What follows belongs to an exercise in optimizing a design on an open flow for small area and a short achievable clock period; a production flow would make more cautious choices.
Only simulation tests tie the RTL to the original design; equivalence was not proved.

==> flow/design.v <==
module jizin_rx (
    input  wire        clk,
    input  wire        rst,
    input  wire        in_valid,
    input  wire [1:0]  in_hdr,        
    input  wire [63:0] in_data,       
    output reg         dat_valid,
    output reg  [63:0] dat_data,
    output reg         frm_valid,
    output reg  [1:0]  frm_status,    
    output reg         frm_crc_err,
    output reg  [11:0] frm_seq,
    output reg  [1:0]  frm_vc,
    output reg         frm_sot,
    output reg         frm_eot,
    output reg  [7:0]  frm_len_m1,
    output reg         lc_valid,
    output reg  [7:0]  lc_type,
    output reg  [39:0] lc_fields,     
    output reg         mk_valid,
    output reg         mk_stripe,
    output reg  [7:0]  mk_lane,
    output reg  [7:0]  mk_epoch,
    output reg  [7:0]  mk_mask,
    output reg  [11:0] next_rx,
    output reg  [15:0] blk_errs,
    output reg  [15:0] crc_errs,
    output reg  [15:0] frames_rx
);
    localparam [7:0] T_IDLE   = 8'h1E;
    localparam [7:0] T_AM     = 8'h2D;
    localparam [7:0] T_STRIPE = 8'h33;
    localparam [7:0] T_LC     = 8'h4B;
    localparam [7:0] T_SOF    = 8'h78;
    localparam [7:0] T_EOF    = 8'h87;
    localparam [1:0] ST_ACCEPT = 2'd0;
    localparam [1:0] ST_DUP    = 2'd1;
    localparam [1:0] ST_BAD    = 2'd2;
    localparam [1:0] ST_LOST   = 2'd3;
    function [31:0] crc32_byte;
        input [31:0] crc;
        input [7:0]  b;
        integer k;
        reg [31:0] c;
        begin
            c = crc ^ {24'd0, b};
            for (k = 0; k < 8; k = k + 1)
                c = c[0] ? ((c >> 1) ^ 32'hEDB88320) : (c >> 1);
            crc32_byte = c;
        end
    endfunction
    function [7:0] crc8_block;
        input [63:0] blk;
        integer bi, k;
        reg [7:0] c;
        begin
            c = 8'h00;
            for (bi = 1; bi <= 6; bi = bi + 1) begin
                c = c ^ blk[8*bi +: 8];
                for (k = 0; k < 8; k = k + 1)
                    c = c[7] ? ((c << 1) ^ 8'h07) : (c << 1);
            end
            crc8_block = c;
        end
    endfunction
    reg  [57:0] scr;
    reg  [121:0] ext;
    reg  [63:0]  pay;
    integer i;
    always @(*) begin
        ext = {in_data, scr};             
        for (i = 0; i < 64; i = i + 1)
            pay[i] = ext[58 + i] ^ ext[58 + i - 39] ^ ext[58 + i - 58];
    end
    always @(posedge clk) begin
        if (rst)
            scr <= {58{1'b1}};
        else if (in_valid)
            scr <= in_data[63:6];
    end
    wire        is_data = (in_hdr == 2'b01);
    wire        is_ctrl = (in_hdr == 2'b10);
    wire [7:0]  btype   = pay[7:0];
    wire        crc8_ok = (crc8_block(pay) == pay[63:56]);
    wire c_idle   = is_ctrl && btype == T_IDLE;
    wire c_am     = is_ctrl && btype == T_AM;
    wire c_stripe = is_ctrl && btype == T_STRIPE;
    wire c_lc     = is_ctrl && btype == T_LC;
    wire c_sof    = is_ctrl && btype == T_SOF;
    wire c_eof    = is_ctrl && btype == T_EOF;
    wire c_known  = c_idle | c_am | c_stripe | c_lc | c_sof | c_eof;
    wire blk_err  = !(is_data || is_ctrl)
                  || (is_ctrl && !c_known)
                  || ((c_am || c_stripe || c_lc) && !crc8_ok);
    reg         in_frame;
    reg         f_bad;           
    reg  [11:0] f_seq;
    reg  [1:0]  f_vc;
    reg         f_sot, f_eot;
    reg  [7:0]  f_len_m1;
    reg         f_rsvd_bad;
    reg  [5:0]  f_blocks;        
    reg  [31:0] f_crc;
    reg  [31:0] crc_data;
    integer b;
    always @(*) begin
        crc_data = f_crc;
        for (b = 0; b < 8; b = b + 1)
            if ({f_blocks, b[2:0]} <= {1'b0, f_len_m1})
                crc_data = crc32_byte(crc_data, pay[8*b +: 8]);
    end
    reg  [31:0] crc_sof;
    always @(*) begin
        crc_sof = 32'hFFFFFFFF;
        for (b = 1; b < 8; b = b + 1)
            crc_sof = crc32_byte(crc_sof, pay[8*b +: 8]);
    end
    wire [5:0]  need_blocks = {1'b0, f_len_m1[7:3]} + 6'd1;
    wire        count_ok    = (f_blocks == need_blocks);
    wire [31:0] rx_crc      = pay[39:8];
    wire        crc_fail    = count_ok && ((~f_crc) != rx_crc);
    wire        eof_bad     = f_bad || f_rsvd_bad || !count_ok || crc_fail;
    wire [11:0] seq_diff    = next_rx - f_seq;
    wire        seq_dup     = (seq_diff != 12'd0) && (seq_diff <= 12'd256);
    wire        brk         = in_frame && (c_idle || c_sof);
    wire        close_eof   = in_frame && c_eof;
    always @(posedge clk) begin
        if (rst) begin
            in_frame    <= 1'b0;
            f_bad       <= 1'b0;
            f_seq       <= 12'd0;
            f_vc        <= 2'd0;
            f_sot       <= 1'b0;
            f_eot       <= 1'b0;
            f_len_m1    <= 8'd0;
            f_rsvd_bad  <= 1'b0;
            f_blocks    <= 6'd0;
            f_crc       <= 32'd0;
            dat_valid   <= 1'b0;
            dat_data    <= 64'd0;
            frm_valid   <= 1'b0;
            frm_status  <= 2'd0;
            frm_crc_err <= 1'b0;
            frm_seq     <= 12'd0;
            frm_vc      <= 2'd0;
            frm_sot     <= 1'b0;
            frm_eot     <= 1'b0;
            frm_len_m1  <= 8'd0;
            lc_valid    <= 1'b0;
            lc_type     <= 8'd0;
            lc_fields   <= 40'd0;
            mk_valid    <= 1'b0;
            mk_stripe   <= 1'b0;
            mk_lane     <= 8'd0;
            mk_epoch    <= 8'd0;
            mk_mask     <= 8'd0;
            next_rx     <= 12'd0;
            blk_errs    <= 16'd0;
            crc_errs    <= 16'd0;
            frames_rx   <= 16'd0;
        end else begin
            dat_valid <= 1'b0;
            frm_valid <= 1'b0;
            lc_valid  <= 1'b0;
            mk_valid  <= 1'b0;
            if (in_valid) begin
                if (blk_err)
                    blk_errs <= blk_errs + 16'd1;
                if (in_frame && is_data) begin
                    dat_valid <= 1'b1;
                    dat_data  <= pay;
                    f_crc     <= crc_data;
                    if (f_blocks != 6'd63)
                        f_blocks <= f_blocks + 6'd1;
                end
                if (in_frame && blk_err)
                    f_bad <= 1'b1;
                if (c_lc && crc8_ok) begin
                    lc_valid  <= 1'b1;
                    lc_type   <= pay[15:8];
                    lc_fields <= pay[55:16];
                end
                if ((c_am || c_stripe) && crc8_ok) begin
                    mk_valid  <= 1'b1;
                    mk_stripe <= c_stripe;
                    mk_lane   <= pay[15:8];
                    mk_epoch  <= pay[23:16];
                    mk_mask   <= pay[31:24];
                end
                if (brk || close_eof) begin
                    frm_valid   <= 1'b1;
                    frm_seq     <= f_seq;
                    frm_vc      <= f_vc;
                    frm_sot     <= f_sot;
                    frm_eot     <= f_eot;
                    frm_len_m1  <= f_len_m1;
                    frm_crc_err <= close_eof && crc_fail;
                    if (close_eof && crc_fail)
                        crc_errs <= crc_errs + 16'd1;
                    if (brk || eof_bad)
                        frm_status <= ST_BAD;
                    else if (f_seq == next_rx) begin
                        frm_status <= ST_ACCEPT;
                        next_rx    <= next_rx + 12'd1;
                        frames_rx  <= frames_rx + 16'd1;
                    end else if (seq_dup)
                        frm_status <= ST_DUP;
                    else
                        frm_status <= ST_LOST;
                    in_frame <= 1'b0;
                end
                if (c_sof) begin
                    in_frame   <= 1'b1;
                    f_bad      <= 1'b0;
                    f_seq      <= pay[19:8];
                    f_vc       <= pay[21:20];
                    f_sot      <= pay[22];
                    f_eot      <= pay[23];
                    f_len_m1   <= pay[31:24];
                    f_rsvd_bad <= (pay[63:32] != 32'd0);
                    f_blocks   <= 6'd0;
                    f_crc      <= crc_sof;
                end
            end
        end
    end
endmodule
==> flow/run.sh <==
#!/bin/bash
# synth_recipe.tcl (not shown) runs the flow's synth.tcl, then flattens the netlist and writes it again
# the make line also repeats each setting of config.mk as NAME=value (left out here)
make -C /OpenROAD-flow-scripts/flow DESIGN_CONFIG=/design/flow/config.mk WORK_HOME=/design/flow/orfs CLKGATE_MAP_FILE= SYNTH_SCRIPT=/design/flow/synth_recipe.tcl finish
==> flow/config.mk <==
export PLATFORM = sky130hd
export DESIGN_NAME = jizin_rx
export DESIGN_NICKNAME = jizin_rx
export VERILOG_FILES = /design/flow/design.v
export SDC_FILE = /design/flow/constraint.sdc
export NUM_CORES = 4
export LEC_CHECK = 0
export CAP_MARGIN = 20
export CORE_MARGIN = 2
export CORE_UTILIZATION = 40
export SLEW_MARGIN = 20
==> flow/constraint.sdc <==
create_clock -name core_clock -period 11.5 [get_ports {clk}]
set_input_delay 2.3000 -clock core_clock [delete_from_list [all_inputs] [get_ports {clk}]]
set_output_delay 2.3000 -clock core_clock [all_outputs]
set_load 0.01 [all_outputs]
==> results.py <==
metrics = {
    "route": {
        "drt_iter0_drc": 2630,
        "vias": 29000,
        "wire_per_inst_um": 23.4,
        "drc": 0,
        "via_per_inst": 5.30,
        "drtAntennaViolNets": 0,
        "dr.pass1.iters": 6,
        "finalWirelength_mm": 128,
    },
    "die": {
        "coreArea_um2": 78700,
        "die-area_um2": 81500,
        "initial_core_util_pct": 40.2,
        "io_pins": 297,
        "chipWidth_um": 285,
        "die_y_um": 285,
        "num_rows": 103,
    },
    "logic_synthesis": {
        "synth_seq_cells": 351,
        "netlist_top_cells_count": "xnor2_1 (883), nor2_1 (530), dfxtp_1 (351)",
        "synth_nets": 3862,
        "avgSynthCellArea_um2": 8.40,
        "synth.top_cell.area_share_pct": 24.4,
        "yosysWarningCount": 1,
        "synth_area_leaders": "xnor2_1 (24%), dfxtp_1 (22%), xor2_1 (8.1%), nor2_1 (6.3%), xnor3_1 (5.5%)",
        "syn_inst": 3770,
        "yosysMostFrequentCell": "xnor2_1",
        "synth_top_flop_cell": "dfxtp_1",
        "synth_edf_count": 0,
        "synth_cell_types": 98,
        "yosysSeqAreaShare_pct": 22.2,
        "synth_top_cell_by_area": "xnor2_1",
        "async_reset_ff_share_pct": 0,
        "syn-cell-area_um2": 31700,
    },
    "sta": {
        "slew_viol_final": 0,
        "setup_viol": 0,
        "max_slew_margin_pct": 25.1,
        "fin_skew_ns": 0.0566,
        "hold_slack_ns": 0.453,
        "fmax_ghz": 0.0902,
        "worst_slack_ns": 0.409,
        "hold_viol": 0,
        "setup_tns_ns": 0,
        "rsz0062_at_grt": "false",
        "fin_crit_ns": 11.09,
        "fin_crit_sh_pct": 96.4,
        "tightest_slew_ns": 1.12,
    },
    "final_layout": {
        "drive_gt1_share_pct": 15.9,
        "finalInstanceArea_um2": 40700,
        "nets": 4486,
        "n_fill_cell": 7462,
        "syn_to_final_growth_pct": 28.4,
    },
    "placement": {
        "placed_area_um2": 39100,
        "io_buffers": 296,
        "pre_cts_slack_ns": -0.210,
        "dpl.hpwl_mm": 99.4,
        "gp_congestion": 0.992,
    },
    "min_path": {
        "hold_path.class": "flop to flop",
    },
    "critical_path": {
        "crit_slowest_cell": "or4_4",
        "arrival_ns": 11.61,
        "critPathMaxStageDelay_ns": 0.55,
        "critPathMaxFanout": 5,
        "crit_type": "input pin to flop",
        "start_kind": "input pin",
        "required_ns": 12.02,
        "crit_path_end_kind": "flop",
    },
    "global_routing": {
        "grt_pass1_vias": 27900,
        "overflow": 0,
        "antenna_found_initial": 2,
        "grt_max_degree": 106,
        "grt_first_pass_wirelength_mm": 187,
        "grt_usage_pct": 30.7,
    },
    "clock_network": {
        "cts_htree_levels": 2,
        "clk_pin_slew_ns": 0.07,
        "clk_path_buf_depth": 3,
        "cts_tree": "yes",
        "postCtsSetupBuffers": 0,
        "clock_latency_ns": 0.60,
        "clkSinkCount": 351,
        "clock-root-buffer": "clkbuf_16",
        "numCtsBuffers": 42,
    },
    "status": {
        "status": "complete, no violations",
    },
    "flow_run": {
        "drv_cap": 0,
    },
}
==> final timing paths <==
| path | cells past startpoint | end | start | slack [ns] |
|---|---|---|---|---|
| max | 35 | f_crc[24] | in_data[6] | 0.41 |
| min | 2 | frm_status[0] | frm_status[0] | 0.45 |
| max reg2reg | 38 | f_crc[24] | f_len_m1[6] | 0.99 |
| min reg2reg | 2 | frm_status[0] | frm_status[0] | 0.45 |
==> layout by cell type, fill, tap and decap left out, types with 13 or more instances in the layout <==
| cell type | instances |
|---|---|
| xnor2_1 | 852 |
| nor2_1 | 528 |
| buf_4 | 471 |
| dfxtp_1 | 351 |
| a21oi_1 | 309 |
| clkdlybuf4s50_1 | 294 |
| xor2_1 | 290 |
| nand2_1 | 284 |
| mux2i_1 | 137 |
| o21ai_0 | 98 |
| xnor3_1 | 77 |
| xnor2_2 | 55 |
| nor3_1 | 50 |
| nand3_1 | 48 |
| inv_1 | 43 |
| nand4_1 | 43 |
| clkbuf_16 | 42 |
| or3_1 | 24 |
| a211oi_1 | 24 |
| ha_1 | 23 |
| xor2_2 | 17 |
| nor4_1 | 17 |
| o211ai_1 | 16 |
| and2_1 | 15 |
| and3_1 | 15 |
| a31oi_1 | 13 |
| o21a_1 | 13 |
==> final cells by class <==
type / count / area [µm²] / share of cell area, %
well taps: 1050 / 1310 / 3.23
clock inverters: 18 / 302 / 0.741
flip-flops and latches: 351 / 7030 / 17.3
clock buffers: 57 / 1190 / 2.92
repair buffers: 767 / 6510 / 16.0
inverters: 46 / 173 / 0.424
multi-input cells: 3186 / 24200 / 59.4
diodes: 2 / 5.00 / 0.0123
==> state kept, by name, indices dropped and copies added, names as in the netlist, 6 cells and up <==
| name | cells |
|---|---|
| mk_epoch | 8 |
| next_rx | 12 |
| mk_mask | 8 |
| f_crc | 32 |
| frm_len_m1 | 8 |
| lc_type | 8 |
| f_blocks | 6 |
| f_len_m1 | 8 |
| blk_errs | 16 |
| dat_data | 64 |
| frm_seq | 12 |
| f_seq | 12 |
| lc_fields | 40 |
| crc_errs | 16 |
| mk_lane | 8 |
| frames_rx | 16 |
| scr | 58 |
==> critical path: cells and delay by family <==
kind / cells / cell delay [ns]
AOI/OAI and AO/OA: 7 / 1.65
muxes: 3 / 0.77
xor gates and xnor gates: 16 / 4.49
buffers and inverters: 4 / 1.11
and+or+nand+nor: 5 / 1.24
==> kinds of logic (layout without fill, tap and decap cells) <==
family	after synthesis	count (layout)	synth area share (%)
multiplexers	156	156	5.19
AO/OA/AOI/OAI	603	603	11.5
XOR/XNOR	1327	1327	42.7
adder cells (fa/ha/maj)	23	23	0.908
flip-flops	351	351	22.2
AND/OR/NAND/NOR	1077	1077	14.7
other	0	2	0
buffers and inverters	233	888	2.79
==> per-layer routing <==
layer,global-route usage (%),vias up,share of wire [%]
met5,0,-,0
met4,11.3,0,4.4
met3,6.26,277,8.4
met2,49.3,1100,45
met1,40.6,13800,43
li1,-,13800,-
==> timing repair <==
| action | 4_1_cts | 5_1_grt |
|---|---|---|
| hold endpoints to repair | 0 | 0 |
| resized for setup | 0 | 13 |
| setup endpoints to repair | 0 | 18 |
| hold buffers | 0 | 0 |
==> through the flow <==
stage	std cells	utilization (%)
after global placement	5400	49.7
after detailed placement	5400	49.7
after global routing	5475	51.7
after CTS	5475	51.6
after floorplan	3770	-
final	5477	51.7

-- re-timing with driven ports --
Ports are ideal in the flow. The routed layout listed here was re-timed in OpenROAD.
Step 1 sets driving cells, clkbuf_16 on the clock port and buf_2 on the other inputs (assumed; they add their load-dependent delay and slew).
Step 2 times the ports against the registers' clock, not the clock port: input delays grow and output delays shrink by t, the midpoint of the rising clock arrivals with the driver on.
Slacks: no drivers / after step 1 / after step 2; pairs: no drivers / after step 1.
shift t [ns]: 0.645
setup slack, ns: 0.409 / 0.455 / -0.190
worst setup path after step 2: input to register
worst slew at a driven data input, ns: 0.08
Met with ideal ports but missed after step 2: setup timing in this run. For this run, drivers alone change the setup slack by +0.046 ns; drivers and shift together by -0.599 ns.
